This design comes from an exercise in tuning for small area, a short achievable clock period and few clock cycles per item on the open sky130 flow, not from production work.
Where RTL was checked, it was by simulation tests only, not by an equivalence proof against the original.
The RTL of run 2 was laid out without a check of its function.
Power figures rest on the tool's default switching activity, not on a simulated workload.

==> flow/design.v, too long to show whole: its modules and the start of the top module <==
// module fp32_mul: 37 lines
// module mul24_tree: 3180 lines
// module fp32_add: 94 lines
// module rail_loop: 330 lines
module rail_loop (
    input  wire        clk,
    input  wire        rst,           
    input  wire        cfg_we,
    input  wire [5:0]  cfg_addr,
    input  wire [31:0] cfg_wdata,
    input  wire        start,
    input  wire [31:0] i_k,           
    input  wire [31:0] i_sum,         
    output wire        ready,
    output reg         done,
    output reg  [31:0] c_out,         
    output reg  [15:0] insertion,     
    output reg  [3:0]  flags          
);
  // ...
==> flow/run.sh <==
#!/bin/bash
# synth_recipe.tcl (not shown) runs the flow's synth.tcl, then flattens the netlist and writes it again
# the make line also repeats each setting of config.mk as NAME=value (left out here)
make -C /OpenROAD-flow-scripts/flow DESIGN_CONFIG=/design/flow/config.mk WORK_HOME=/design/flow/orfs CLKGATE_MAP_FILE= SYNTH_SCRIPT=/design/flow/synth_recipe.tcl finish
==> flow/config.mk <==
export PLATFORM = sky130hd
export DESIGN_NAME = rail_loop
export DESIGN_NICKNAME = rail_loop
export VERILOG_FILES = /design/flow/design.v
export SDC_FILE = /design/flow/constraint.sdc
export NUM_CORES = 8
export LEC_CHECK = 0
export CAP_MARGIN = 20
export CORE_MARGIN = 2
export CORE_UTILIZATION = 40
export SETUP_SLACK_MARGIN = 5
export SLEW_MARGIN = 20
==> flow/constraint.sdc <==
create_clock -name core_clock -period 17.0 [get_ports {clk}]
set_input_delay 3.4000 -clock core_clock [delete_from_list [all_inputs] [get_ports {clk}]]
set_output_delay 3.4000 -clock core_clock [all_outputs]
set_load 0.01 [all_outputs]
==> summary.md, run 1 <==
| Metric | Value |
|---|---|
| Status | `finished clean` |
| Number of synthesized register bits | `3096` |
| Synth Area in XOR/XNOR | `2.52%` |
| GRT Overall Usage | `29.1%` |
| Cell internal pwr | `13.1 mW` |
| Buffers, non-clock | `1586` |
| # rows | `264` |
| Slew headroom | `18.0%` |
| P_clk | `7.05 mW` |
| Worst setup margin | `2430 ps` |
| Drt first pass iters | `6` |
| Post-Syn Area | `207000 um^2` |
| P&R area growth vs syn | `17.6%` |
| Final WL | `783 mm` |
| WL met3 | `79.6 mm` |
| Die height | `724 um` |
| P_leak | `93.3 nW` |
| Switch Pwr | `4.86 mW` |
| Gr busiest metal | `met2` |
| Worst-path fanout max | `7` |
| Register area share after synthesis | `42.1%` |
| Core area | `516000 um^2` |
| Leading cell kind | `multi-input combinational cells` |
| Routed met2 length | `348 mm` |
| Clk_skew | `138 ps` |
| Critical Setup Path Class | `reg2reg` |
| Top sig layer | `met5` |
Testbench counts, summed over its fixed seeds: cycles 43,645, ticks 2,880.
==> module fp32_mul, before the edit <==
module fp32_mul (
    input  wire [31:0] a,
    input  wire [31:0] b,
    output reg  [31:0] y,
    output reg         nonfinite
);
    localparam [30:0] SAT_MAG = 31'h49742400;
    wire        sy = a[31] ^ b[31];
    wire [7:0]  ea = a[30:23];
    wire [7:0]  eb = b[30:23];
    wire        za = (ea == 8'd0);
    wire        zb = (eb == 8'd0);
    wire [47:0] ra, rb;
    mul24_tree u_tree (.a({1'b1, a[22:0]}), .b({1'b1, b[22:0]}), .ra(ra), .rb(rb));
    wire [48:0] q0 = {1'b0, ra} + {1'b0, rb} + 49'h0_0000_0040_0000;    
    wire [48:0] q1 = {1'b0, ra} + {1'b0, rb} + 49'h0_0000_0080_0000;    
    wire        hi  = q0[47];               
    wire        tie0 = (q0[22:0] == 23'd0);
    wire        tie1 = (q1[23:0] == 24'd0);
    wire [22:0] f0 = {q0[45:24], q0[23] & ~tie0};
    wire [22:0] f1 = q1[48] ? 23'd0 : {q1[46:25], q1[24] & ~tie1};
    wire signed [10:0] eb0 = $signed({3'b000, ea}) + $signed({3'b000, eb}) - 11'sd127;
    wire signed [10:0] e   = eb0 + $signed({9'd0, hi & q1[48], hi});
    wire [22:0] f = hi ? f1 : f0;
    always @* begin
        nonfinite = 1'b0;
        if (za | zb)
            y = {sy, 31'd0};
        else if (e >= 11'sd255) begin
            y = {sy, SAT_MAG};
            nonfinite = 1'b1;
        end else if (e <= 11'sd0)
            y = {sy, 31'd0};
        else
            y = {sy, e[7:0], f};
    end
endmodule
==> module fp32_add, before the edit <==
module fp32_add (
    input  wire [31:0] a,
    input  wire [31:0] b,
    input  wire        sub,
    output reg  [31:0] y,
    output reg         nonfinite
);
    localparam [30:0] SAT_MAG = 31'h49742400;
    wire [31:0] bb = {b[31] ^ sub, b[30:0]};
    wire [7:0]  ea = a[30:23];
    wire [7:0]  eb = bb[30:23];
    wire        za = (ea == 8'd0);
    wire        zb = (eb == 8'd0);
    wire        swap = (a[30:0] < bb[30:0]);
    wire        same = (a[30:0] == bb[30:0]);
    wire [8:0]  dab = {1'b0, ea} - {1'b0, eb};
    wire [8:0]  dba = {1'b0, eb} - {1'b0, ea};
    wire [7:0]  d   = swap ? dba[7:0] : dab[7:0];
    wire [31:0] lg  = swap ? bb : a;
    wire [31:0] sm  = swap ? a : bb;
    wire        eff_sub = a[31] ^ bb[31];
    wire [7:0]  el  = lg[30:23];
    wire [23:0] ml  = {1'b1, lg[22:0]};
    wire [23:0] ms  = {1'b1, sm[22:0]};
    reg  [4:0]  tzs;
    integer     i;
    always @* begin
        tzs = 5'd23;
        for (i = 22; i >= 0; i = i - 1)
            if (ms[i]) tzs = i[4:0];
    end
    wire [4:0]  dsh = (d > 8'd27) ? 5'd27 : d[4:0];
    wire [26:0] shf = {ms, 3'b000} >> dsh;
    wire        stk = ({1'b0, d} > {4'd0, tzs} + 9'd3);
    wire [26:0] al  = {shf[26:1], shf[0] | stk};
    wire [27:0] sf  = eff_sub ? ({1'b0, ml, 3'b000} - {1'b0, al})
                              : ({1'b0, ml, 3'b000} + {1'b0, al});
    reg  [26:0] nf;
    reg  [1:0]  eadj;    
    always @* begin
        if (sf[27]) begin
            nf   = {sf[27:2], sf[1] | sf[0]};
            eadj = 2'd2;
        end else if (sf[26]) begin
            nf   = sf[26:0];
            eadj = 2'd1;
        end else begin
            nf   = {sf[25:0], 1'b0};
            eadj = 2'd0;
        end
    end
    wire        g   = nf[2];
    wire        st  = nf[1] | nf[0];
    wire        inc = g & (st | nf[3]);
    wire [24:0] mr  = {1'b0, nf[26:3]} + {24'd0, inc};
    wire signed [10:0] ef = $signed({3'b000, el}) + $signed({9'd0, eadj}) - 11'sd1
                            + $signed({10'd0, mr[24]});
    wire [22:0] ff  = mr[24] ? mr[23:1] : mr[22:0];
    wire [24:0] sn  = {ml, 1'b0} - (d[0] ? {1'b0, ms} : {ms, 1'b0});
    reg  [4:0]  lz;
    always @* begin
        lz = 5'd24;
        for (i = 0; i <= 24; i = i + 1)
            if (sn[i]) lz = 5'd24 - i[4:0];
    end
    wire [24:0] nn  = sn << lz;
    wire signed [10:0] en = $signed({3'b000, el}) - $signed({6'd0, lz});
    wire        near = eff_sub && (d[7:1] == 7'd0) && !sn[24];
    always @* begin
        nonfinite = 1'b0;
        if (za && zb)
            y = {a[31] & bb[31], 31'd0};
        else if (za)
            y = bb;
        else if (zb)
            y = a;
        else if (eff_sub && same)
            y = 32'd0;
        else if (near) begin
            if (en <= 11'sd0)
                y = {lg[31], 31'd0};
            else
                y = {lg[31], en[7:0], nn[23:1]};
        end else begin
            if (ef >= 11'sd255) begin
                y = {lg[31], SAT_MAG};
                nonfinite = 1'b1;
            end else if (ef <= 11'sd0)
                y = {lg[31], 31'd0};
            else
                y = {lg[31], ef[7:0], ff};
        end
    end
endmodule
==> module rail_loop, before the edit <==
module rail_loop (
    input  wire        clk,
    input  wire        rst,           
    input  wire        cfg_we,
    input  wire [5:0]  cfg_addr,
    input  wire [31:0] cfg_wdata,
    input  wire        start,
    input  wire [31:0] i_k,           
    input  wire [31:0] i_sum,         
    output wire        ready,
    output reg         done,
    output reg  [31:0] c_out,         
    output reg  [15:0] insertion,     
    output reg  [3:0]  flags          
);
    localparam [31:0] SAT     = 32'h49742400;    
    localparam [31:0] DELTA   = 32'h3D4CCCCD;    
    localparam [31:0] L_RESET = 32'h42700000;    
    localparam [5:0] A_SECTIONS = 6'd40;
    localparam [5:0] A_LIMIT    = 6'd41;
    localparam [5:0] A_SLEW     = 6'd42;
    localparam [5:0] A_SHARE    = 6'd43;
    localparam [5:0] A_ENABLE   = 6'd44;
    localparam [1:0] S_IDLE = 2'd0,
                     S_P1   = 2'd1,
                     S_P2   = 2'd2,
                     S_LOOP = 2'd3;
    reg  [31:0] coef [0:39];
    reg  [39:0] cv;                   
    reg  [3:0]  sections;
    reg  [31:0] out_limit;
    reg  [31:0] out_slew;
    reg  [31:0] share;
    reg         enable;
    reg  [31:0] s1  [0:7];
    reg  [31:0] s2  [0:7];
    reg  [7:0]  sv;                   
    reg  [31:0] s1n [0:7];
    reg  [31:0] s2n [0:7];
    reg  [31:0] c_prev;
    reg  [1:0]  state;
    reg         ph;                   
    reg  [3:0]  idx;                  
    reg         commit;               
    reg  [31:0] ca1, ca2, ca3;        
    reg  [31:0] y;                    
    reg  [31:0] yb3;                  
    reg  [31:0] sa;                   
    reg  [31:0] r1, r1d;              
    reg  [31:0] r2, r2d, r2dd;        
    reg  [31:0] r3, r3d;              
    reg  [31:0] tr;                   
    reg  [31:0] lo, hi;
    reg         x_nz, x_pos;
    reg  [31:0] c;
    reg         disc;
    reg  [3:0]  fl;
    integer j;
    assign ready = (state == S_IDLE);
    wire [31:0] wdata_daz = (cfg_wdata[30:23] == 8'd0) ? {cfg_wdata[31], 31'd0} : cfg_wdata;
    wire [3:0]  wsec      = cfg_wdata[3] ? 4'd8 : cfg_wdata[3:0];
    wire [31:0] ik_daz    = (i_k[30:23] == 8'd0)       ? {i_k[31], 31'd0}       : i_k;
    wire [31:0] is_daz    = (i_sum[30:23] == 8'd0)     ? {i_sum[31], 31'd0}     : i_sum;
    wire [31:0] kb0 [0:7];
    wire [31:0] kb1 [0:7];
    wire [31:0] kb2 [0:7];
    wire [31:0] ka1 [0:7];
    wire [31:0] ka2 [0:7];
    wire [31:0] ks1 [0:7];
    wire [31:0] ks2 [0:7];
    genvar g;
    generate
        for (g = 0; g < 8; g = g + 1) begin : gk
            assign kb0[g] = coef[5*g+0] & {32{cv[5*g+0]}};
            assign kb1[g] = coef[5*g+1] & {32{cv[5*g+1]}};
            assign kb2[g] = coef[5*g+2] & {32{cv[5*g+2]}};
            assign ka1[g] = coef[5*g+3] & {32{cv[5*g+3]}};
            assign ka2[g] = coef[5*g+4] & {32{cv[5*g+4]}};
            assign ks1[g] = s1[g] & {32{sv[g]}};
            assign ks2[g] = s2[g] & {32{sv[g]}};
        end
    endgenerate
    wire [3:0] n     = sections;
    wire [2:0] i3    = idx[2:0];
    wire [2:0] i3p   = idx[2:0] + 3'd1;
    wire [2:0] i3m   = idx[2:0] - 3'd1;
    wire       in_e  = (state == S_LOOP) && !ph;
    wire       in_o  = (state == S_LOOP) && ph;
    wire       i_lt_n   = (idx < n);
    wire       i_ge1_le = (idx != 4'd0) && (idx <= n);
    wire       i_ge2    = (idx[3:1] != 3'd0);
    wire       last     = in_e && (idx == n + 4'd1);    
    wire       post     = in_o && (idx == n);           
    wire v_m1 = (state == S_P1) || ((in_e || in_o) && i_lt_n);
    wire v_m2 = (in_e && i_ge1_le) || (in_o && i_lt_n);
    wire v_m3 = (state == S_P1) || (in_e && i_ge1_le);
    wire v_a1 = (state == S_P2) || (in_o && i_lt_n) || (in_e && i_ge2);
    wire v_a2 = (state == S_P2) || (in_e && (idx == 4'd0)) || (in_o && i_ge1_le) || (in_e && i_ge2);
    wire l_a1 = (in_o && i_lt_n) || (in_e && i_ge2);          
    wire l_a2 = in_e && i_ge2;                                 
    wire [31:0] m1_y, m2_y, m3_y;
    wire        m1_nf, m2_nf, m3_nf;
    fp32_mul u_mul1 (.a(ca1), .b(y),   .y(m1_y), .nonfinite(m1_nf));
    fp32_mul u_mul2 (.a(ca2), .b(y),   .y(m2_y), .nonfinite(m2_nf));
    fp32_mul u_mul3 (.a(ca3), .b(yb3), .y(m3_y), .nonfinite(m3_nf));
    wire [31:0] a1_b   = in_e ? tr : r1;
    wire        a1_sub = (state == S_P2);
    wire [31:0] a1_y;
    wire        a1_nf;
    fp32_add u_add1 (.a(sa), .b(a1_b), .sub(a1_sub), .y(a1_y), .nonfinite(a1_nf));
    reg  [31:0] a2_a, a2_b;
    reg         a2_sub;
    always @* begin
        if (state == S_P2) begin
            a2_a = c_prev; a2_b = r3;  a2_sub = 1'b1;
        end else if (in_o) begin
            a2_a = r1d;    a2_b = r2;  a2_sub = 1'b1;
        end else if (idx == 4'd0) begin
            a2_a = c_prev; a2_b = r3d; a2_sub = 1'b0;
        end else begin
            a2_a = r2dd;   a2_b = r3d; a2_sub = 1'b1;
        end
    end
    wire [31:0] a2_y;
    wire        a2_nf;
    fp32_add u_add2 (.a(a2_a), .b(a2_b), .sub(a2_sub), .y(a2_y), .nonfinite(a2_nf));
    wire        a1_over = (a1_y[30:0] > SAT[30:0]);
    wire [31:0] a1_lim  = a1_over ? {a1_y[31], SAT[30:0]} : a1_y;
    wire        a2_over = (a2_y[30:0] > SAT[30:0]);
    wire [31:0] a2_lim  = a2_over ? {a2_y[31], SAT[30:0]} : a2_y;
    wire [31:0] yu   = (n == 4'd0 || y[30:0] == 31'd0) ? 32'd0 : y;    
    wire signed [32:0] k_u   = yu[31]     ? -$signed({2'b00, yu[30:0]})     : $signed({2'b00, yu[30:0]});
    wire signed [32:0] k_lo  = lo[31]     ? -$signed({2'b00, lo[30:0]})     : $signed({2'b00, lo[30:0]});
    wire signed [32:0] k_hi  = hi[31]     ? -$signed({2'b00, hi[30:0]})     : $signed({2'b00, hi[30:0]});
    wire        lim_hi = !yu[31] && (yu[30:0] > out_limit[30:0]);
    wire        lim_lo =  yu[31] && (yu[30:0] > out_limit[30:0]);
    wire [31:0] c_l    = lim_hi ? {1'b0, out_limit[30:0]} : (lim_lo ? {1'b1, out_limit[30:0]} : yu);
    wire signed [32:0] k_c  = c_l[31] ? -$signed({2'b00, c_l[30:0]}) : $signed({2'b00, c_l[30:0]});
    wire        s_on    = (out_slew[30:23] != 8'd0) && !out_slew[31];
    wire        slew_lo = s_on && (k_c < k_lo);
    wire        slew_hi = s_on && !(k_c < k_lo) && (k_c > k_hi);
    wire [31:0] c_s     = slew_lo ? lo : (slew_hi ? hi : c_l);
    wire signed [32:0] k_cs = c_s[31] ? -$signed({2'b00, c_s[30:0]}) : $signed({2'b00, c_s[30:0]});
    wire        c_ne_u  = (k_cs != k_u);
    wire        disc_v  = c_ne_u && x_nz && (x_pos == (k_u > k_cs));
    wire [23:0] cm   = {1'b1, c[22:0]};
    wire [32:0] cp   = cm * 9'd500;
    wire        cp_h = cp[32];
    wire [23:0] pm   = cp_h ? cp[32:9] : cp[31:8];
    wire        pg   = cp_h ? cp[8] : cp[7];
    wire        pst  = cp_h ? (|cp[7:0]) : (|cp[6:0]);
    wire        pinc = pg & (pst | pm[0]);
    wire [24:0] pmr  = {1'b0, pm} + {24'd0, pinc};
    wire [22:0] pf   = pmr[24] ? pmr[23:1] : pmr[22:0];
    wire signed [10:0] pe = $signed({3'b000, c[30:23]}) + (cp_h ? 11'sd9 : 11'sd8)
                            + $signed({10'd0, pmr[24]}) - 11'sd127;
    wire [24:0] pm2 = {1'b1, pf, 1'b0};
    reg  [31:0] pint;
    reg  [15:0] ins_v;
    always @* begin
        if (c[30:23] == 8'd0 || pe < -11'sd1)
            pint = 32'd0;
        else if (pe > 11'sd15)
            pint = 32'h0001_0000;
        else
            pint = (({7'd0, pm2} >> (6'd23 - pe[5:0])) + 32'd1) >> 1;
        if (c[31])
            ins_v = (pint > 32'd32768) ? 16'h8000 : (16'd0 - pint[15:0]);
        else
            ins_v = (pint > 32'd32767) ? 16'h7FFF : pint[15:0];
    end
    reg [31:0] ca1_n, ca2_n, ca3_n, sa_n;
    always @* begin
        ca1_n = ph ? kb0[i3p] : kb1[i3];
        ca2_n = ph ? ka1[i3]  : kb2[i3];
        ca3_n = ka2[i3];
        sa_n  = ph ? ks2[i3m] : ks1[i3];
        if (state == S_IDLE) begin
            ca1_n = share;
            ca3_n = out_slew;
            sa_n  = ik_daz;
        end else if (state == S_P1) begin
            sa_n  = sa;
        end else if (state == S_P2) begin
            ca1_n = kb0[0];
        end
    end
    always @(posedge clk) begin
        ca1  <= ca1_n;
        ca2  <= ca2_n;
        ca3  <= ca3_n;
        sa   <= sa_n;
        r1   <= m1_y;
        r1d  <= r1;
        r2   <= m2_y;
        r2d  <= r2;
        r2dd <= r2d;
        r3   <= m3_y;
        r3d  <= r3;
        tr   <= a2_y;
        if (state == S_IDLE) begin
            y   <= is_daz;
            yb3 <= DELTA;
        end else if (state == S_P2) begin
            y   <= a1_y;
            yb3 <= a1_y;
            x_nz  <= (a1_y[30:0] != 31'd0);
            x_pos <= !a1_y[31] && (a1_y[30:0] != 31'd0);
        end else if (in_o && i_lt_n) begin
            y   <= a1_lim;
            yb3 <= a1_lim;
        end
        if (state == S_P2)
            lo <= a2_y;
        if (in_e && idx == 4'd0)
            hi <= a2_y;
        if (in_e && i_ge2) begin
            for (j = 0; j < 8; j = j + 1)
                if (j == idx - 4'd2) begin
                    s1n[j] <= a1_lim;
                    s2n[j] <= a2_lim;
                end
        end
        if (post) begin
            c    <= c_s;
            disc <= disc_v;
        end
        if (last) begin
            c_out     <= c;
            insertion <= ins_v;
        end else if (state == S_IDLE) begin
            c_out     <= 32'd0;
            insertion <= 16'd0;
        end
        if (rst) begin
            state     <= S_IDLE;
            ph        <= 1'b0;
            idx       <= 4'd0;
            done      <= 1'b0;
            commit    <= 1'b0;
            flags     <= 4'd0;
            fl        <= 4'd0;
            sections  <= 4'd0;
            out_limit <= L_RESET;
            out_slew  <= 32'd0;
            share     <= 32'd0;
            enable    <= 1'b0;
            c_prev    <= 32'd0;
            cv        <= 40'd0;
            sv        <= 8'd0;
        end else begin
            done   <= 1'b0;
            commit <= 1'b0;
            fl[1] <= fl[1] | (m1_nf & v_m1) | (m2_nf & v_m2) | (m3_nf & v_m3)
                           | (a1_nf & v_a1) | (a2_nf & v_a2);
            fl[0] <= fl[0] | (a1_over & l_a1) | (a2_over & l_a2);
            case (state)
                S_IDLE: begin
                    if (commit) begin
                        for (j = 0; j < 8; j = j + 1)
                            if (j < n) begin
                                s1[j] <= s1n[j];
                                s2[j] <= s2n[j];
                                sv[j] <= 1'b1;
                            end
                    end
                    fl <= 4'd0;
                    if (cfg_we) begin
                        for (j = 0; j < 40; j = j + 1)
                            if (cfg_addr == j) begin
                                coef[j] <= wdata_daz;
                                cv[j]   <= 1'b1;
                            end
                        case (cfg_addr)
                            A_SECTIONS: begin
                                sections <= wsec;
                                for (j = 0; j < 8; j = j + 1)
                                    if (j >= wsec)
                                        sv[j] <= 1'b0;
                            end
                            A_LIMIT: out_limit <= wdata_daz;
                            A_SLEW:  out_slew  <= wdata_daz;
                            A_SHARE: share     <= wdata_daz;
                            A_ENABLE: begin
                                enable <= cfg_wdata[0];
                                if (!cfg_wdata[0]) begin
                                    c_prev <= 32'd0;
                                    sv     <= 8'd0;
                                end
                            end
                            default: ;
                        endcase
                    end else if (start) begin
                        if (enable) begin
                            state <= S_P1;
                        end else begin
                            flags     <= 4'd0;
                            done      <= 1'b1;
                        end
                    end
                end
                S_P1: state <= S_P2;
                S_P2: begin
                    state <= S_LOOP;
                    ph    <= 1'b0;
                    idx   <= 4'd0;
                end
                default: begin
                    if (post) begin
                        fl[2] <= lim_hi | lim_lo;
                        fl[3] <= slew_lo | slew_hi;
                    end
                    if (last) begin
                        flags  <= {fl[3:2], fl[1] | (a1_nf & v_a1) | (a2_nf & v_a2),
                                   fl[0] | (a1_over & l_a1) | (a2_over & l_a2)};
                        done   <= 1'b1;
                        commit <= !disc;
                        c_prev <= c;
                        state  <= S_IDLE;
                    end else if (ph) begin
                        ph  <= 1'b0;
                        idx <= idx + 4'd1;
                    end else begin
                        ph  <= 1'b1;
                    end
                end
            endcase
        end
    end
endmodule
==> run 2, diff against run 1 <==
--- a/flow/design.v
+++ b/flow/design.v
@@ -5,39 +5,66 @@
     output reg         nonfinite
 );
     localparam [30:0] SAT_MAG = 31'h49742400;
     wire        sy = a[31] ^ b[31];
     wire [7:0]  ea = a[30:23];
     wire [7:0]  eb = b[30:23];
     wire        za = (ea == 8'd0);
     wire        zb = (eb == 8'd0);
+    wire [23:0] ma = {1'b1, a[22:0]};
+    wire [23:0] mb = {1'b1, b[22:0]};
     wire [47:0] ra, rb;
-    mul24_tree u_tree (.a({1'b1, a[22:0]}), .b({1'b1, b[22:0]}), .ra(ra), .rb(rb));
-    wire [48:0] q0 = {1'b0, ra} + {1'b0, rb} + 49'h0_0000_0040_0000;    
-    wire [48:0] q1 = {1'b0, ra} + {1'b0, rb} + 49'h0_0000_0080_0000;    
-    wire        hi  = q0[47];               
-    wire        tie0 = (q0[22:0] == 23'd0);
-    wire        tie1 = (q1[23:0] == 24'd0);
-    wire [22:0] f0 = {q0[45:24], q0[23] & ~tie0};
-    wire [22:0] f1 = q1[48] ? 23'd0 : {q1[46:25], q1[24] & ~tie1};
-    wire signed [10:0] eb0 = $signed({3'b000, ea}) + $signed({3'b000, eb}) - 11'sd127;
-    wire signed [10:0] e   = eb0 + $signed({9'd0, hi & q1[48], hi});
-    wire [22:0] f = hi ? f1 : f0;
+    mul24_tree u_tree (.a(ma), .b(mb), .ra(ra), .rb(rb));
+    wire [47:0] q0 = ra + rb;
+    wire [47:0] hs = ra ^ rb ^ 48'h0000_0040_0000;
+    wire [48:0] hc = {(ra & rb) | ((ra | rb) & 48'h0000_0040_0000), 1'b0};
+    wire [48:0] q1 = {1'b0, hs} + hc;
+    wire [5:0]  tza, tzb;
+    lzc32 u_tza (.x({ma[0], ma[1], ma[2], ma[3], ma[4], ma[5], ma[6], ma[7],
+                     ma[8], ma[9], ma[10], ma[11], ma[12], ma[13], ma[14], ma[15],
+                     ma[16], ma[17], ma[18], ma[19], ma[20], ma[21], ma[22], ma[23], 8'd0}),
+                 .n(tza));
+    lzc32 u_tzb (.x({mb[0], mb[1], mb[2], mb[3], mb[4], mb[5], mb[6], mb[7],
+                     mb[8], mb[9], mb[10], mb[11], mb[12], mb[13], mb[14], mb[15],
+                     mb[16], mb[17], mb[18], mb[19], mb[20], mb[21], mb[22], mb[23], 8'd0}),
+                 .n(tzb));
+    wire [5:0]  tzp = {1'b0, tza[4:0]} + {1'b0, tzb[4:0]};
+    wire        z22 = (tzp >= 6'd22);
+    wire        z23 = (tzp >= 6'd23);
+    wire        hi   = q0[47];                  
+    wire        tie0 = z22 & !q0[22];
+    wire        tie1 = z23 & !q1[23];
+    wire        top  = q1[48];                  
+    wire [22:0] f0 = {q0[45:24], q0[23] & !tie0};
+    wire [22:0] f1 = top ? 23'd0 : {q1[46:25], q1[24] & !tie1};
+    wire [22:0] f  = hi ? f1 : f0;
+    wire [9:0]  e0 = {2'b00, ea} + {2'b00, eb} - 10'd127;      
+    wire [9:0]  e1 = {2'b00, ea} + {2'b00, eb} - 10'd126;
+    wire [9:0]  e2 = {2'b00, ea} + {2'b00, eb} - 10'd125;
+    wire        o0 = !e0[9] && (e0[8:0] >= 9'd255);
+    wire        o1 = !e1[9] && (e1[8:0] >= 9'd255);
+    wire        o2 = !e2[9] && (e2[8:0] >= 9'd255);
+    wire        u0 = e0[9] || (e0 == 10'd0);
+    wire        u1 = e1[9] || (e1 == 10'd0);
+    wire        u2 = e2[9] || (e2 == 10'd0);
+    wire [7:0]  ex  = hi ? (top ? e2[7:0] : e1[7:0]) : e0[7:0];
+    wire        ovf = hi ? (top ? o2 : o1) : o0;
+    wire        unf = hi ? (top ? u2 : u1) : u0;
     always @* begin
         nonfinite = 1'b0;
         if (za | zb)
             y = {sy, 31'd0};
-        else if (e >= 11'sd255) begin
+        else if (ovf) begin
             y = {sy, SAT_MAG};
             nonfinite = 1'b1;
-        end else if (e <= 11'sd0)
+        end else if (unf)
             y = {sy, 31'd0};
         else
-            y = {sy, e[7:0], f};
+            y = {sy, ex, f};
     end
 endmodule
 module mul24_tree (input wire [23:0] a, input wire [23:0] b, output wire [47:0] ra, output wire [47:0] rb);
   wire pp1;
   wire pp2;
   wire pp3;
   wire pp4;
   wire pp5;
@@ -2213,18 +2240,18 @@
   assign s587 = pp160 ^ pp183;
   assign c588 = pp160 & pp183;
   assign s589 = pp23 ^ pp46 ^ pp69;
   assign c590 = (pp23 & pp46) | (pp23 & pp69) | (pp46 & pp69);
   assign s591 = pp92 ^ pp115 ^ pp138;
   assign c592 = (pp92 & pp115) | (pp92 & pp138) | (pp115 & pp138);
   assign s593 = pp161 ^ pp184 ^ pp207;
   assign c594 = (pp161 & pp184) | (pp161 & pp207) | (pp184 & pp207);
-  assign s595 = pp230 ^ pp253;
-  assign c596 = pp230 & pp253;
+  assign s595 = pp230 ^ pp253 ^ pp276;
+  assign c596 = (pp230 & pp253) | (pp230 & pp276) | (pp253 & pp276);
   assign s597 = pp24 ^ pp47 ^ pp70;
   assign c598 = (pp24 & pp47) | (pp24 & pp70) | (pp47 & pp70);
   assign s599 = pp93 ^ pp116 ^ pp139;
   assign c600 = (pp93 & pp116) | (pp93 & pp139) | (pp116 & pp139);
   assign s601 = pp162 ^ pp185 ^ pp208;
   assign c602 = (pp162 & pp185) | (pp162 & pp208) | (pp185 & pp208);
   assign s603 = pp231 ^ pp254 ^ pp277;
   assign c604 = (pp231 & pp254) | (pp231 & pp277) | (pp254 & pp277);
@@ -2337,24 +2364,24 @@
   assign s711 = pp367 ^ pp390 ^ pp413;
   assign c712 = (pp367 & pp390) | (pp367 & pp413) | (pp390 & pp413);
   assign s713 = pp436 ^ pp459 ^ pp482;
   assign c714 = (pp436 & pp459) | (pp436 & pp482) | (pp459 & pp482);
   assign s715 = c584 ^ c586 ^ c588;
   assign c716 = (c584 & c586) | (c584 & c588) | (c586 & c588);
   assign s717 = s589 ^ s591 ^ s593;
   assign c718 = (s589 & s591) | (s589 & s593) | (s591 & s593);
-  assign s719 = s595 ^ pp276 ^ pp299;
-  assign c720 = (s595 & pp276) | (s595 & pp299) | (pp276 & pp299);
-  assign s721 = pp322 ^ pp345 ^ pp368;
-  assign c722 = (pp322 & pp345) | (pp322 & pp368) | (pp345 & pp368);
-  assign s723 = pp391 ^ pp414 ^ pp437;
-  assign c724 = (pp391 & pp414) | (pp391 & pp437) | (pp414 & pp437);
-  assign s725 = pp460 ^ pp483 ^ pp506;
-  assign c726 = (pp460 & pp483) | (pp460 & pp506) | (pp483 & pp506);
+  assign s719 = s595 ^ pp299 ^ pp322;
+  assign c720 = (s595 & pp299) | (s595 & pp322) | (pp299 & pp322);
+  assign s721 = pp345 ^ pp368 ^ pp391;
+  assign c722 = (pp345 & pp368) | (pp345 & pp391) | (pp368 & pp391);
+  assign s723 = pp414 ^ pp437 ^ pp460;
+  assign c724 = (pp414 & pp437) | (pp414 & pp460) | (pp437 & pp460);
+  assign s725 = pp483 ^ pp506 ^ pp529;
+  assign c726 = (pp483 & pp506) | (pp483 & pp529) | (pp506 & pp529);
   assign s727 = c590 ^ c592 ^ c594;
   assign c728 = (c590 & c592) | (c590 & c594) | (c592 & c594);
   assign s729 = c596 ^ s597 ^ s599;
   assign c730 = (c596 & s597) | (c596 & s599) | (s597 & s599);
   assign s731 = s601 ^ s603 ^ s605;
   assign c732 = (s601 & s603) | (s601 & s605) | (s603 & s605);
   assign s733 = pp346 ^ pp369 ^ pp392;
   assign c734 = (pp346 & pp369) | (pp346 & pp392) | (pp369 & pp392);
@@ -2769,18 +2796,18 @@
   assign s1143 = c924 ^ s925 ^ s927;
   assign c1144 = (c924 & s925) | (c924 & s927) | (s925 & s927);
   assign s1145 = s929 ^ s931 ^ pp505;
   assign c1146 = (s929 & s931) | (s929 & pp505) | (s931 & pp505);
   assign s1147 = c926 ^ c928 ^ c930;
   assign c1148 = (c926 & c928) | (c926 & c930) | (c928 & c930);
   assign s1149 = c932 ^ s933 ^ s935;
   assign c1150 = (c932 & s933) | (c932 & s935) | (s933 & s935);
-  assign s1151 = s937 ^ s939 ^ pp529;
-  assign c1152 = (s937 & s939) | (s937 & pp529) | (s939 & pp529);
+  assign s1151 = s937 ^ s939 ^ 1'b1;
+  assign c1152 = (s937 & s939) | (s937 & 1'b1) | (s939 & 1'b1);
   assign s1153 = c934 ^ c936 ^ c938;
   assign c1154 = (c934 & c936) | (c934 & c938) | (c936 & c938);
   assign s1155 = c940 ^ s941 ^ s943;
   assign c1156 = (c940 & s941) | (c940 & s943) | (s941 & s943);
   assign s1157 = s945 ^ s947 ^ pp553;
   assign c1158 = (s945 & s947) | (s945 & pp553) | (s947 & pp553);
   assign s1159 = c942 ^ c944 ^ c946;
   assign c1160 = (c942 & c944) | (c942 & c946) | (c944 & c946);
@@ -3223,97 +3250,160 @@
     output reg         nonfinite
 );
     localparam [30:0] SAT_MAG = 31'h49742400;
     wire [31:0] bb = {b[31] ^ sub, b[30:0]};
     wire [7:0]  ea = a[30:23];
     wire [7:0]  eb = bb[30:23];
     wire        za = (ea == 8'd0);
     wire        zb = (eb == 8'd0);
-    wire        swap = (a[30:0] < bb[30:0]);
+    wire        eff_sub = a[31] ^ bb[31];
     wire        same = (a[30:0] == bb[30:0]);
+    wire [23:0] ma = {1'b1, a[22:0]};
+    wire [23:0] mb = {1'b1, bb[22:0]};
     wire [8:0]  dab = {1'b0, ea} - {1'b0, eb};
     wire [8:0]  dba = {1'b0, eb} - {1'b0, ea};
-    wire [7:0]  d   = swap ? dba[7:0] : dab[7:0];
-    wire [31:0] lg  = swap ? bb : a;
-    wire [31:0] sm  = swap ? a : bb;
-    wire        eff_sub = a[31] ^ bb[31];
-    wire [7:0]  el  = lg[30:23];
-    wire [23:0] ml  = {1'b1, lg[22:0]};
-    wire [23:0] ms  = {1'b1, sm[22:0]};
-    reg  [4:0]  tzs;
-    integer     i;
-    always @* begin
-        tzs = 5'd23;
-        for (i = 22; i >= 0; i = i - 1)
-            if (ms[i]) tzs = i[4:0];
-    end
+    wire        bx  = dab[8];                  
+    wire [7:0]  d   = bx ? dba[7:0] : dab[7:0];
+    wire [7:0]  el  = bx ? eb : ea;
+    wire        sl  = bx ? bb[31] : a[31];
+    wire [23:0] ml  = bx ? mb : ma;
+    wire [23:0] ms  = bx ? ma : mb;
+    wire [5:0]  tza, tzb;
+    lzc32 u_tza (.x({ma[0], ma[1], ma[2], ma[3], ma[4], ma[5], ma[6], ma[7],
+                     ma[8], ma[9], ma[10], ma[11], ma[12], ma[13], ma[14], ma[15],
+                     ma[16], ma[17], ma[18], ma[19], ma[20], ma[21], ma[22], ma[23], 8'd0}),
+                 .n(tza));
+    lzc32 u_tzb (.x({mb[0], mb[1], mb[2], mb[3], mb[4], mb[5], mb[6], mb[7],
+                     mb[8], mb[9], mb[10], mb[11], mb[12], mb[13], mb[14], mb[15],
+                     mb[16], mb[17], mb[18], mb[19], mb[20], mb[21], mb[22], mb[23], 8'd0}),
+                 .n(tzb));
+    wire [4:0]  tzs = bx ? tza[4:0] : tzb[4:0];
+    wire        stk = (d > {3'd0, tzs} + 8'd3);
     wire [4:0]  dsh = (d > 8'd27) ? 5'd27 : d[4:0];
     wire [26:0] shf = {ms, 3'b000} >> dsh;
-    wire        stk = ({1'b0, d} > {4'd0, tzs} + 9'd3);
     wire [26:0] al  = {shf[26:1], shf[0] | stk};
-    wire [27:0] sf  = eff_sub ? ({1'b0, ml, 3'b000} - {1'b0, al})
-                              : ({1'b0, ml, 3'b000} + {1'b0, al});
-    reg  [26:0] nf;
-    reg  [1:0]  eadj;    
+    wire [27:0] sf  = {1'b0, ml, 3'b000} + ({1'b0, al} ^ {28{eff_sub}}) + {27'd0, eff_sub};
+    wire        f_up = sf[27];                 
+    wire        f_dn = !sf[27] && !sf[26];     
+    wire [23:0] mA = sf[27:4];
+    wire        gA = sf[3];
+    wire        sA = |sf[2:0];
+    wire [23:0] mB = sf[26:3];
+    wire        gB = sf[2];
+    wire        sB = sf[1] | sf[0];
+    wire [23:0] mC = sf[25:2];
+    wire        gC = sf[1];
+    wire        sC = sf[0];
+    wire [24:0] pA = {1'b0, mA} + 25'd1;
+    wire [24:0] pB = {1'b0, mB} + 25'd1;
+    wire [24:0] pC = {1'b0, mC} + 25'd1;
+    wire        iA = gA & (sA | mA[0]);
+    wire        iB = gB & (sB | mB[0]);
+    wire        iC = gC & (sC | mC[0]);
+    reg  [22:0] ff;
+    reg         cy;
     always @* begin
-        if (sf[27]) begin
-            nf   = {sf[27:2], sf[1] | sf[0]};
-            eadj = 2'd2;
-        end else if (sf[26]) begin
-            nf   = sf[26:0];
-            eadj = 2'd1;
+        if (f_up) begin
+            ff = iA ? pA[22:0] : mA[22:0];
+            cy = iA & pA[24];
+        end else if (f_dn) begin
+            ff = iC ? pC[22:0] : mC[22:0];
+            cy = iC & pC[24];
         end else begin
-            nf   = {sf[25:0], 1'b0};
-            eadj = 2'd0;
+            ff = iB ? pB[22:0] : mB[22:0];
+            cy = iB & pB[24];
         end
     end
-    wire        g   = nf[2];
-    wire        st  = nf[1] | nf[0];
-    wire        inc = g & (st | nf[3]);
-    wire [24:0] mr  = {1'b0, nf[26:3]} + {24'd0, inc};
-    wire signed [10:0] ef = $signed({3'b000, el}) + $signed({9'd0, eadj}) - 11'sd1
-                            + $signed({10'd0, mr[24]});
-    wire [22:0] ff  = mr[24] ? mr[23:1] : mr[22:0];
-    wire [24:0] sn  = {ml, 1'b0} - (d[0] ? {1'b0, ms} : {ms, 1'b0});
-    reg  [4:0]  lz;
+    wire [8:0]  el_m1 = {1'b0, el} - 9'd1;
+    wire [8:0]  el_p1 = {1'b0, el} + 9'd1;
+    wire [8:0]  el_p2 = {1'b0, el} + 9'd2;
+    reg  [7:0]  efx;
+    reg         fovf, funf;
     always @* begin
-        lz = 5'd24;
-        for (i = 0; i <= 24; i = i + 1)
-            if (sn[i]) lz = 5'd24 - i[4:0];
+        case ({f_up, f_dn, cy})
+            3'b100:  begin efx = el_p1[7:0]; fovf = (el >= 8'd254); funf = 1'b0; end
+            3'b101:  begin efx = el_p2[7:0]; fovf = (el >= 8'd253); funf = 1'b0; end
+            3'b010:  begin efx = el_m1[7:0]; fovf = 1'b0;           funf = (el <= 8'd1); end
+            3'b011:  begin efx = el;         fovf = (el == 8'd255); funf = 1'b0; end
+            3'b001:  begin efx = el_p1[7:0]; fovf = (el >= 8'd254); funf = 1'b0; end
+            default: begin efx = el;         fovf = (el == 8'd255); funf = 1'b0; end
+        endcase
     end
-    wire [24:0] nn  = sn << lz;
-    wire signed [10:0] en = $signed({3'b000, el}) - $signed({6'd0, lz});
+    wire        sw  = (a[30:0] < bb[30:0]);
+    wire [7:0]  eln = sw ? eb : ea;
+    wire        sln = sw ? bb[31] : a[31];
+    wire [23:0] mln = sw ? mb : ma;
+    wire [23:0] msn = sw ? ma : mb;
+    wire        d0  = (ea == eb);
+    wire [24:0] sn  = {mln, 1'b0} - (d0 ? {msn, 1'b0} : {1'b0, msn});
+    wire [5:0]  lz;
+    lzc32 u_lz (.x({sn, 7'h40}), .n(lz));
+    wire [24:0] nn  = sn << lz[4:0];
+    wire [8:0]  en  = {1'b0, eln} - {3'd0, lz};
+    wire        nunf = en[8] || (en[7:0] == 8'd0);
     wire        near = eff_sub && (d[7:1] == 7'd0) && !sn[24];
     always @* begin
         nonfinite = 1'b0;
         if (za && zb)
             y = {a[31] & bb[31], 31'd0};
         else if (za)
             y = bb;
         else if (zb)
             y = a;
         else if (eff_sub && same)
             y = 32'd0;
-        else if (near) begin
-            if (en <= 11'sd0)
-                y = {lg[31], 31'd0};
-            else
-                y = {lg[31], en[7:0], nn[23:1]};
-        end else begin
-            if (ef >= 11'sd255) begin
-                y = {lg[31], SAT_MAG};
-                nonfinite = 1'b1;
-            end else if (ef <= 11'sd0)
-                y = {lg[31], 31'd0};
-            else
-                y = {lg[31], ef[7:0], ff};
-        end
+        else if (near)
+            y = nunf ? {sln, 31'd0} : {sln, en[7:0], nn[23:1]};
+        else if (fovf) begin
+            y = {sl, SAT_MAG};
+            nonfinite = 1'b1;
+        end else if (funf)
+            y = {sl, 31'd0};
+        else
+            y = {sl, efx, ff};
     end
 endmodule
+module lzc32 (
+    input  wire [31:0] x,
+    output wire [5:0]  n
+);
+    wire [15:0] v1;
+    wire [15:0] c1;
+    wire [7:0]  v2;
+    wire [15:0] c2;
+    wire [3:0]  v3;
+    wire [11:0] c3;
+    wire [1:0]  v4;
+    wire [7:0]  c4;
+    wire        v5;
+    wire [4:0]  c5;
+    genvar k;
+    generate
+        for (k = 0; k < 16; k = k + 1) begin : l1
+            assign v1[k] = x[2*k+1] | x[2*k];
+            assign c1[k] = !x[2*k+1];
+        end
+        for (k = 0; k < 8; k = k + 1) begin : l2
+            assign v2[k] = v1[2*k+1] | v1[2*k];
+            assign c2[2*k+1:2*k] = v1[2*k+1] ? {1'b0, c1[2*k+1]} : {1'b1, c1[2*k]};
+        end
+        for (k = 0; k < 4; k = k + 1) begin : l3
+            assign v3[k] = v2[2*k+1] | v2[2*k];
+            assign c3[3*k+2:3*k] = v2[2*k+1] ? {1'b0, c2[4*k+3:4*k+2]} : {1'b1, c2[4*k+1:4*k]};
+        end
+        for (k = 0; k < 2; k = k + 1) begin : l4
+            assign v4[k] = v3[2*k+1] | v3[2*k];
+            assign c4[4*k+3:4*k] = v3[2*k+1] ? {1'b0, c3[6*k+5:6*k+3]} : {1'b1, c3[6*k+2:6*k]};
+        end
+    endgenerate
+    assign v5 = v4[1] | v4[0];
+    assign c5 = v4[1] ? {1'b0, c4[7:4]} : {1'b1, c4[3:0]};
+    assign n  = v5 ? {1'b0, c5} : 6'd32;
+endmodule
 module rail_loop (
     input  wire        clk,
     input  wire        rst,           
     input  wire        cfg_we,
     input  wire [5:0]  cfg_addr,
     input  wire [31:0] cfg_wdata,
     input  wire        start,
     input  wire [31:0] i_k,           
@@ -3352,20 +3442,25 @@
     reg  [1:0]  state;
     reg         ph;                   
     reg  [3:0]  idx;                  
     reg         commit;               
     reg  [31:0] ca1, ca2, ca3;        
     reg  [31:0] y;                    
     reg  [31:0] yb3;                  
     reg  [31:0] sa;                   
-    reg  [31:0] r1, r1d;              
-    reg  [31:0] r2, r2d, r2dd;        
-    reg  [31:0] r3, r3d;              
-    reg  [31:0] tr;                   
+    reg  [31:0] sb;                   
+    reg  [31:0] a2a, a2b;             
+    reg         a2s;                  
+    reg  [31:0] r1;                   
+    reg  [31:0] r2, r2d;              
+    reg  [31:0] r3;                   
+    reg         p_s, p_z;             
+    reg  [24:0] p_m2;                 
+    reg  [10:0] p_e;                  
     reg  [31:0] lo, hi;
     reg         x_nz, x_pos;
     reg  [31:0] c;
     reg         disc;
     reg  [3:0]  fl;
     integer j;
     assign ready = (state == S_IDLE);
     wire [31:0] wdata_daz = (cfg_wdata[30:23] == 8'd0) ? {cfg_wdata[31], 31'd0} : cfg_wdata;
@@ -3396,151 +3491,174 @@
     wire [2:0] i3p   = idx[2:0] + 3'd1;
     wire [2:0] i3m   = idx[2:0] - 3'd1;
     wire       in_e  = (state == S_LOOP) && !ph;
     wire       in_o  = (state == S_LOOP) && ph;
     wire       i_lt_n   = (idx < n);
     wire       i_ge1_le = (idx != 4'd0) && (idx <= n);
     wire       i_ge2    = (idx[3:1] != 3'd0);
     wire       last     = in_e && (idx == n + 4'd1);    
-    wire       post     = in_o && (idx == n);           
+    wire       post     = in_e && (idx == n);           
+    wire       ins1     = in_o && (idx == n);           
     wire v_m1 = (state == S_P1) || ((in_e || in_o) && i_lt_n);
     wire v_m2 = (in_e && i_ge1_le) || (in_o && i_lt_n);
-    wire v_m3 = (state == S_P1) || (in_e && i_ge1_le);
+    wire v_m3 = in_e && i_ge1_le;           
     wire v_a1 = (state == S_P2) || (in_o && i_lt_n) || (in_e && i_ge2);
-    wire v_a2 = (state == S_P2) || (in_e && (idx == 4'd0)) || (in_o && i_ge1_le) || (in_e && i_ge2);
+    wire v_a2 = (state == S_P1) || (state == S_P2) || (in_o && i_ge1_le) || (in_e && i_ge2);
     wire l_a1 = (in_o && i_lt_n) || (in_e && i_ge2);          
     wire l_a2 = in_e && i_ge2;                                 
     wire [31:0] m1_y, m2_y, m3_y;
     wire        m1_nf, m2_nf, m3_nf;
     fp32_mul u_mul1 (.a(ca1), .b(y),   .y(m1_y), .nonfinite(m1_nf));
     fp32_mul u_mul2 (.a(ca2), .b(y),   .y(m2_y), .nonfinite(m2_nf));
     fp32_mul u_mul3 (.a(ca3), .b(yb3), .y(m3_y), .nonfinite(m3_nf));
-    wire [31:0] a1_b   = in_e ? tr : r1;
     wire        a1_sub = (state == S_P2);
     wire [31:0] a1_y;
     wire        a1_nf;
-    fp32_add u_add1 (.a(sa), .b(a1_b), .sub(a1_sub), .y(a1_y), .nonfinite(a1_nf));
-    reg  [31:0] a2_a, a2_b;
-    reg         a2_sub;
-    always @* begin
-        if (state == S_P2) begin
-            a2_a = c_prev; a2_b = r3;  a2_sub = 1'b1;
-        end else if (in_o) begin
-            a2_a = r1d;    a2_b = r2;  a2_sub = 1'b1;
-        end else if (idx == 4'd0) begin
-            a2_a = c_prev; a2_b = r3d; a2_sub = 1'b0;
-        end else begin
-            a2_a = r2dd;   a2_b = r3d; a2_sub = 1'b1;
-        end
-    end
+    fp32_add u_add1 (.a(sa), .b(sb), .sub(a1_sub), .y(a1_y), .nonfinite(a1_nf));
     wire [31:0] a2_y;
     wire        a2_nf;
-    fp32_add u_add2 (.a(a2_a), .b(a2_b), .sub(a2_sub), .y(a2_y), .nonfinite(a2_nf));
+    fp32_add u_add2 (.a(a2a), .b(a2b), .sub(a2s), .y(a2_y), .nonfinite(a2_nf));
     wire        a1_over = (a1_y[30:0] > SAT[30:0]);
     wire [31:0] a1_lim  = a1_over ? {a1_y[31], SAT[30:0]} : a1_y;
     wire        a2_over = (a2_y[30:0] > SAT[30:0]);
     wire [31:0] a2_lim  = a2_over ? {a2_y[31], SAT[30:0]} : a2_y;
     wire [31:0] yu   = (n == 4'd0 || y[30:0] == 31'd0) ? 32'd0 : y;    
     wire signed [32:0] k_u   = yu[31]     ? -$signed({2'b00, yu[30:0]})     : $signed({2'b00, yu[30:0]});
     wire signed [32:0] k_lo  = lo[31]     ? -$signed({2'b00, lo[30:0]})     : $signed({2'b00, lo[30:0]});
     wire signed [32:0] k_hi  = hi[31]     ? -$signed({2'b00, hi[30:0]})     : $signed({2'b00, hi[30:0]});
-    wire        lim_hi = !yu[31] && (yu[30:0] > out_limit[30:0]);
-    wire        lim_lo =  yu[31] && (yu[30:0] > out_limit[30:0]);
+    wire signed [32:0] k_lp  = $signed({2'b00, out_limit[30:0]});
+    wire signed [32:0] k_ln  = -$signed({2'b00, out_limit[30:0]});
+    wire        u_big  = (yu[30:0] > out_limit[30:0]);
+    wire        lim_hi = !yu[31] && u_big;
+    wire        lim_lo =  yu[31] && u_big;
     wire [31:0] c_l    = lim_hi ? {1'b0, out_limit[30:0]} : (lim_lo ? {1'b1, out_limit[30:0]} : yu);
-    wire signed [32:0] k_c  = c_l[31] ? -$signed({2'b00, c_l[30:0]}) : $signed({2'b00, c_l[30:0]});
+    wire        u_lt_lo  = (k_u < k_lo);
+    wire        u_gt_lo  = (k_u > k_lo);
+    wire        u_gt_hi  = (k_u > k_hi);
+    wire        u_lt_hi  = (k_u < k_hi);
+    wire        lp_lt_lo = (k_lp < k_lo);
+    wire        lp_gt_hi = (k_lp > k_hi);
+    wire        ln_lt_lo = (k_ln < k_lo);
+    wire        ln_gt_hi = (k_ln > k_hi);
     wire        s_on    = (out_slew[30:23] != 8'd0) && !out_slew[31];
-    wire        slew_lo = s_on && (k_c < k_lo);
-    wire        slew_hi = s_on && !(k_c < k_lo) && (k_c > k_hi);
+    wire        c_lt_lo = lim_hi ? lp_lt_lo : (lim_lo ? ln_lt_lo : u_lt_lo);
+    wire        c_gt_hi = lim_hi ? lp_gt_hi : (lim_lo ? ln_gt_hi : u_gt_hi);
+    wire        slew_lo = s_on && c_lt_lo;
+    wire        slew_hi = s_on && !c_lt_lo && c_gt_hi;
     wire [31:0] c_s     = slew_lo ? lo : (slew_hi ? hi : c_l);
-    wire signed [32:0] k_cs = c_s[31] ? -$signed({2'b00, c_s[30:0]}) : $signed({2'b00, c_s[30:0]});
-    wire        c_ne_u  = (k_cs != k_u);
-    wire        disc_v  = c_ne_u && x_nz && (x_pos == (k_u > k_cs));
+    wire        c_ne_u  = slew_lo ? (u_lt_lo | u_gt_lo) : (slew_hi ? (u_lt_hi | u_gt_hi) : (lim_hi | lim_lo));
+    wire        u_gt_c  = slew_lo ? u_gt_lo : (slew_hi ? u_gt_hi : lim_hi);
+    wire        disc_v  = c_ne_u && x_nz && (x_pos == u_gt_c);
     wire [23:0] cm   = {1'b1, c[22:0]};
     wire [32:0] cp   = cm * 9'd500;
     wire        cp_h = cp[32];
     wire [23:0] pm   = cp_h ? cp[32:9] : cp[31:8];
     wire        pg   = cp_h ? cp[8] : cp[7];
     wire        pst  = cp_h ? (|cp[7:0]) : (|cp[6:0]);
     wire        pinc = pg & (pst | pm[0]);
     wire [24:0] pmr  = {1'b0, pm} + {24'd0, pinc};
     wire [22:0] pf   = pmr[24] ? pmr[23:1] : pmr[22:0];
     wire signed [10:0] pe = $signed({3'b000, c[30:23]}) + (cp_h ? 11'sd9 : 11'sd8)
                             + $signed({10'd0, pmr[24]}) - 11'sd127;
     wire [24:0] pm2 = {1'b1, pf, 1'b0};
+    wire signed [10:0] pes = $signed(p_e);
     reg  [31:0] pint;
     reg  [15:0] ins_v;
     always @* begin
-        if (c[30:23] == 8'd0 || pe < -11'sd1)
+        if (p_z || pes < -11'sd1)
             pint = 32'd0;
-        else if (pe > 11'sd15)
+        else if (pes > 11'sd15)
             pint = 32'h0001_0000;
         else
-            pint = (({7'd0, pm2} >> (6'd23 - pe[5:0])) + 32'd1) >> 1;
-        if (c[31])
+            pint = (({7'd0, p_m2} >> (6'd23 - pes[5:0])) + 32'd1) >> 1;
+        if (p_s)
             ins_v = (pint > 32'd32768) ? 16'h8000 : (16'd0 - pint[15:0]);
         else
             ins_v = (pint > 32'd32767) ? 16'h7FFF : pint[15:0];
     end
     reg [31:0] ca1_n, ca2_n, ca3_n, sa_n;
     always @* begin
         ca1_n = ph ? kb0[i3p] : kb1[i3];
         ca2_n = ph ? ka1[i3]  : kb2[i3];
         ca3_n = ka2[i3];
         sa_n  = ph ? ks2[i3m] : ks1[i3];
-        if (state == S_IDLE) begin
-            ca1_n = share;
+        if (last)
             ca3_n = out_slew;
+        if (state == S_IDLE || rst) begin
+            ca1_n = share;
+            ca3_n = rst ? 32'd0 : ((cfg_we && cfg_addr == A_SLEW) ? wdata_daz : out_slew);
             sa_n  = ik_daz;
         end else if (state == S_P1) begin
             sa_n  = sa;
         end else if (state == S_P2) begin
             ca1_n = kb0[0];
         end
     end
     always @(posedge clk) begin
         ca1  <= ca1_n;
         ca2  <= ca2_n;
         ca3  <= ca3_n;
         sa   <= sa_n;
         r1   <= m1_y;
-        r1d  <= r1;
         r2   <= m2_y;
         r2d  <= r2;
-        r2dd <= r2d;
         r3   <= m3_y;
-        r3d  <= r3;
-        tr   <= a2_y;
+        sb   <= in_o ? a2_y : m1_y;
         if (state == S_IDLE) begin
+            a2a <= c_prev;
+            a2b <= m3_y;
+            a2s <= 1'b1;
+        end else if (state == S_P1) begin
+            a2a <= c_prev;
+            a2s <= 1'b0;
+        end else if (in_e) begin
+            a2a <= r1;
+            a2b <= m2_y;
+            a2s <= 1'b1;
+        end else begin
+            a2a <= r2d;
+            a2b <= r3;
+            a2s <= 1'b1;
+        end
+        if (last)
+            yb3 <= DELTA;
+        if (state == S_IDLE || rst) begin
             y   <= is_daz;
             yb3 <= DELTA;
         end else if (state == S_P2) begin
             y   <= a1_y;
             yb3 <= a1_y;
             x_nz  <= (a1_y[30:0] != 31'd0);
             x_pos <= !a1_y[31] && (a1_y[30:0] != 31'd0);
         end else if (in_o && i_lt_n) begin
             y   <= a1_lim;
             yb3 <= a1_lim;
         end
-        if (state == S_P2)
+        if (state == S_P1)
             lo <= a2_y;
-        if (in_e && idx == 4'd0)
+        if (state == S_P2)
             hi <= a2_y;
         if (in_e && i_ge2) begin
             for (j = 0; j < 8; j = j + 1)
                 if (j == idx - 4'd2) begin
                     s1n[j] <= a1_lim;
                     s2n[j] <= a2_lim;
                 end
         end
         if (post) begin
             c    <= c_s;
             disc <= disc_v;
         end
+        if (ins1) begin
+            p_s  <= c[31];
+            p_z  <= (c[30:23] == 8'd0);
+            p_e  <= pe;
+            p_m2 <= pm2;
+        end
         if (last) begin
             c_out     <= c;
             insertion <= ins_v;
         end else if (state == S_IDLE) begin
             c_out     <= 32'd0;
             insertion <= 16'd0;
         end
         if (rst) begin
==> flow/flow/run.sh (new file) <==
#!/bin/bash
# Standard layout, with timing repair aimed at a tighter setup margin than
# the default so that the achieved period shrinks (the SDC is unchanged).
set -euo pipefail
export SETUP_SLACK_MARGIN=9
bash standard.sh finish > flow_make.log 2>&1
==> flow/standard.sh (new file) <==
#!/bin/bash
# synth_recipe.tcl (not shown) runs the flow's synth.tcl, then flattens the netlist and writes it again
# the make line also repeats each setting of config.mk as NAME=value (left out here)
make -C /OpenROAD-flow-scripts/flow DESIGN_CONFIG=/design/flow/config.mk WORK_HOME=/design/flow/orfs CLKGATE_MAP_FILE= SYNTH_SCRIPT=/design/flow/synth_recipe.tcl "${@:-finish}"
==> flow/config.mk (replaced) <==
export PLATFORM = sky130hd
export DESIGN_NAME = rail_loop
export DESIGN_NICKNAME = rail_loop
export VERILOG_FILES = /design/flow/design.v
export SDC_FILE = /design/flow/constraint.sdc
export NUM_CORES = 8
export LEC_CHECK = 0
export CAP_MARGIN = 20
export CORE_MARGIN = 2
export CORE_UTILIZATION = 40
export SLEW_MARGIN = 20
removed: flow/run.sh
==> run 2 against run 1 <==
Still clean on timing, DRC and antenna; cell count up 1.7%; design area is 4.8% higher; sequential power increased by 4.4%; clock skew down 42 ps; combinational power rose to 11 times the previous value; worst hold slack improved by 15 ps; via count increased by 2.4%; maximum frequency grew 28%; die area increased by 3.0%; first-iteration DRC count up 8.4%; clock-buffer cell count decreased by 46.
==> summary.md, run 2 <==
| Metric | Value |
|---|---|
| Status | `finished clean` |
| Yosys top cell by area | `edfxtp_1` |
| WP data arrival | `12240 ps` |
| Slew headroom | `15.0% (-3.0 points)` |
| Critical Path Source | `sa[25]` |
| Post-Syn Area | `213000 um^2 (+3.1%)` |
| P&R area growth vs syn | `19.6%` |
| Root Driver | `clkbuf_16` |
| Synth top area share | `36.3%` |
| DIE AREA | `540000 um^2` |
| Count leader, synth | `edfxtp_1` |
| Congestion Overflow GR | `0` |
| Vias | `169000` |
| GRT met1 Usage | `41.8%` |
| CP peak stage delay | `540 ps` |
| Power Dens Cells | `172 nW/um^2` |
| Core area | `532000 um^2 (+3.1%)` |
| Drc violations | `0` |
| Largest register FFs | `1280` |
| Post-route ant nets | `0` |
| Worst ir drop on vdd | `625 uV` |
| Max Cap Viol | `0` |
| Final Critical Period | `11420 ps` |
| Top FF cell, synth | `edfxtp_1` |
| M3 GR Usage | `6.30%` |
| Clk_skew | `95.9 ps (-41.7 ps)` |
| Hold Buf Count CTS | `0` |
| Vias per cell | `5.94` |
| WL/cell | `29.5 um` |
| Hold Path Class | `reg2reg` |
| Number of clock sinks | `3101` |
| R2R depth | `50` |
| Synth Warn # | `8` |
| Worst reg2reg setup slack | `5580 ps` |
| Synthesized area per cell | `10.5 um^2` |
| Commonest non-fill, non-tap cell in the layout | `edfxtp_1` |
| Critical Path RT | `17830 ps` |
| Met2 GRT Util | `45.3%` |
| IO Count | `160` |
| Crit end category | `flop` |
| CP startpoint kind | `flop` |
| DPL Wire Length | `580 mm` |
| Setup TNS Final | `0 ps` |
| Clk buf depth | `4` |
| Share of cells above drive strength 1 | `17.1%` |
| Register area share after synthesis | `41.2% (-0.88 points)` |
| Critical Setup Path Class | `reg2reg` |
| Cts bufs inserted | `328` |
| DRT iter0 DRCs | `20800` |
| Clock Latency Late Sink | `1010 ps` |
| Commonest cells post-synth | `2583 x edfxtp_1, 2273 x inv_1, 1670 x fa_1` |
| Reg2reg start | `sa[25]` |
| Final Setup Violations | `0` |
| Drt first pass iters | `7 (+1)` |
| Die height | `735 um (+1.5%)` |
| Die Span X | `735 um` |
| Most frequent cells in the layout | `2583 x edfxtp_1, 2179 x inv_1, 1636 x fa_1` |
| First-pass GRT wire length | `1190 mm` |
| Final WL | `839 mm (+7.2%)` |
| Synth cell types | `130` |
| Number of global-route vias before repair | `164000` |
| Highest Clock Rate | `87.6 MHz` |
| Hold Path Origin | `r2[25]` |
| Slew @ Worst Pin | `1280 ps` |
| Post-Synthesis Cells | `20300` |
| RSZ-0062 raised after global routing | `true` |
| # rows | `268 (+1.5%)` |
| Worst hold slack | `319 ps` |
| Count of pins over their slew limit | `0` |
| Final hold vios | `0` |
| Pin count of the biggest net entering global routing | `131` |
| GRT Overall Usage | `30.1% (+0.97 points)` |
| Reg with most FFs | `coef` |
| IO buf count | `159` |
| Number of synthesized register bits | `3101 (+0.16%)` |
| Initial antenna violation count | `92` |
| WHS Path Cells | `0` |
| FF-to-FF End | `s1n[6][16]` |
| Final Util | `48.0%` |
| Nets | `23800` |
| Asr flop ratio synth | `0%` |
| Post-synth EDFFs | `2583` |
| P_leak | `98.8 nW (+5.9%)` |
| Final Wtd Congestion | `1.01` |
| Worst-path fanout max | `25 (+18)` |
| Synth area leaders | `edfxtp_1 36%, fa_1 16%, ha_1 5.7%` |
| CTS H-tree lvls | `5` |
| CTS tree | `yes` |
| Worst-path clk slew | `60 ps` |
| Initial Util | `40.1%` |
| Crit-path slowest cell | `or4b_4` |
| Final period util | `67.1%` |
| Hold Path End | `r2d[25]` |
| Gr busiest metal | `met2` |
run 2: kinds of logic (layout without fill, tap and decap cells):
group           after synthesis  in the layout  synth area share [%]
buf+inv                    3403           4472                  6.04
xor+xnor                    668            668                  2.75
simple gates               5687           5701                  12.9
compound gates             4396           4403                  14.0
fa+ha+maj                  2635           2635                  21.3
other cells                   1             48               0.00176
mux                         378            378                  1.89
flops                      3101           3101                  41.2
run 2: worst max-delay path, delay by kind of cell (launching register included):
| family | cells | cell delay [ps] |
|---|---|---|
| buf+inv | 11 | 1760 |
| fa+ha+maj | 4 | 1370 |
| compound gates | 16 | 3500 |
| xor+xnor | 2 | 320 |
| mux | 1 | 160 |
| flops | 1 | 400 |
| simple gates | 16 | 3660 |
run 2: what timing repair did:
item	CTS	global route
setup endpoints to repair	870	850
setup buffers	631	274
resized for setup	1448	586
gates cloned	45	16
pin swaps	433	353
run 2: through the flow:
stage                     setup slack [ps]  power (mW)  instances  cell area (um^2)
final                                 5580        44.0      28400            255000
after global routing                  5330        45.7      28400            255000
after CTS                             5630        41.7      28100            250000
after detailed placement              2410        29.9      26800            226000
after global placement                2450        30.0      26800            226000
after floorplan                       6480        23.3      20300            216000
run 2: cell type report:
cell class              count  area, um^2
fillers                 48000      277000
multi-input cells       13800      123000
flip-flops and latches   3101       88000
repair buffers           1576       16100
inverters                2302        8950
well taps                7020        8780
clock buffers             403        8610
clock inverters           190        2150
diodes                     46         115
repair inverters            1        8.76
run 2: worst max path at each step:
stage                       endpoint  depth (start not counted)
after floorplan           s1n[0][18]                         54
after global placement          y[3]                         50
final                     s1n[6][16]                         50
after detailed placement        y[4]                         52
after CTS                      y[24]                         54
after global routing      s1n[4][26]                         49
run 2: power by group:
group	switching, mW	internal [mW]	leakage [nW]
sequential	0.138	8.46	27.9
combinational	17.5	10.6	65.7
clock	3.21	4.06	5.23
run 2: per-layer routing:
layer  wire, um  part of all wire (%)  up-vias
li1           -                     -    72600
met2     362000                    43     9109
met4      46600                   5.6       38
met1     345000                    41    85300
met5        264                 0.031        -
met3      85700                    10     1830

what the ideal ports hide:
Ports are ideal in the flow. The routed layouts listed here were re-timed in OpenROAD.
Step 1 assumes that a clkbuf_16 drives the clock port and a buf_2 every other input.
Step 2 adds t to the input delays and takes it off the output delays; t is the mean of the earliest and latest rising clock arrival at the registers after step 1. Input paths then give back, and output paths get back, about the clock's delay inside the block.
Slacks: ideal / step 1 / step 2; pairs: ideal / step 1.
run | t, ns | setup slack, ns | hold slack, ns | clock arrival spread, ns | pins driven straight from the clock port
run 1 | 1.100 | 2.428 / 2.428 / 2.428 | 0.304 / 0.304 / 0.304 | 0.151 / 0.151 | 1
run 2 | 1.086 | 5.585 / 5.585 / 5.585 | 0.319 / 0.319 / 0.319 | 0.096 / 0.096 | 1
After both steps setup and hold are still met in every run listed.
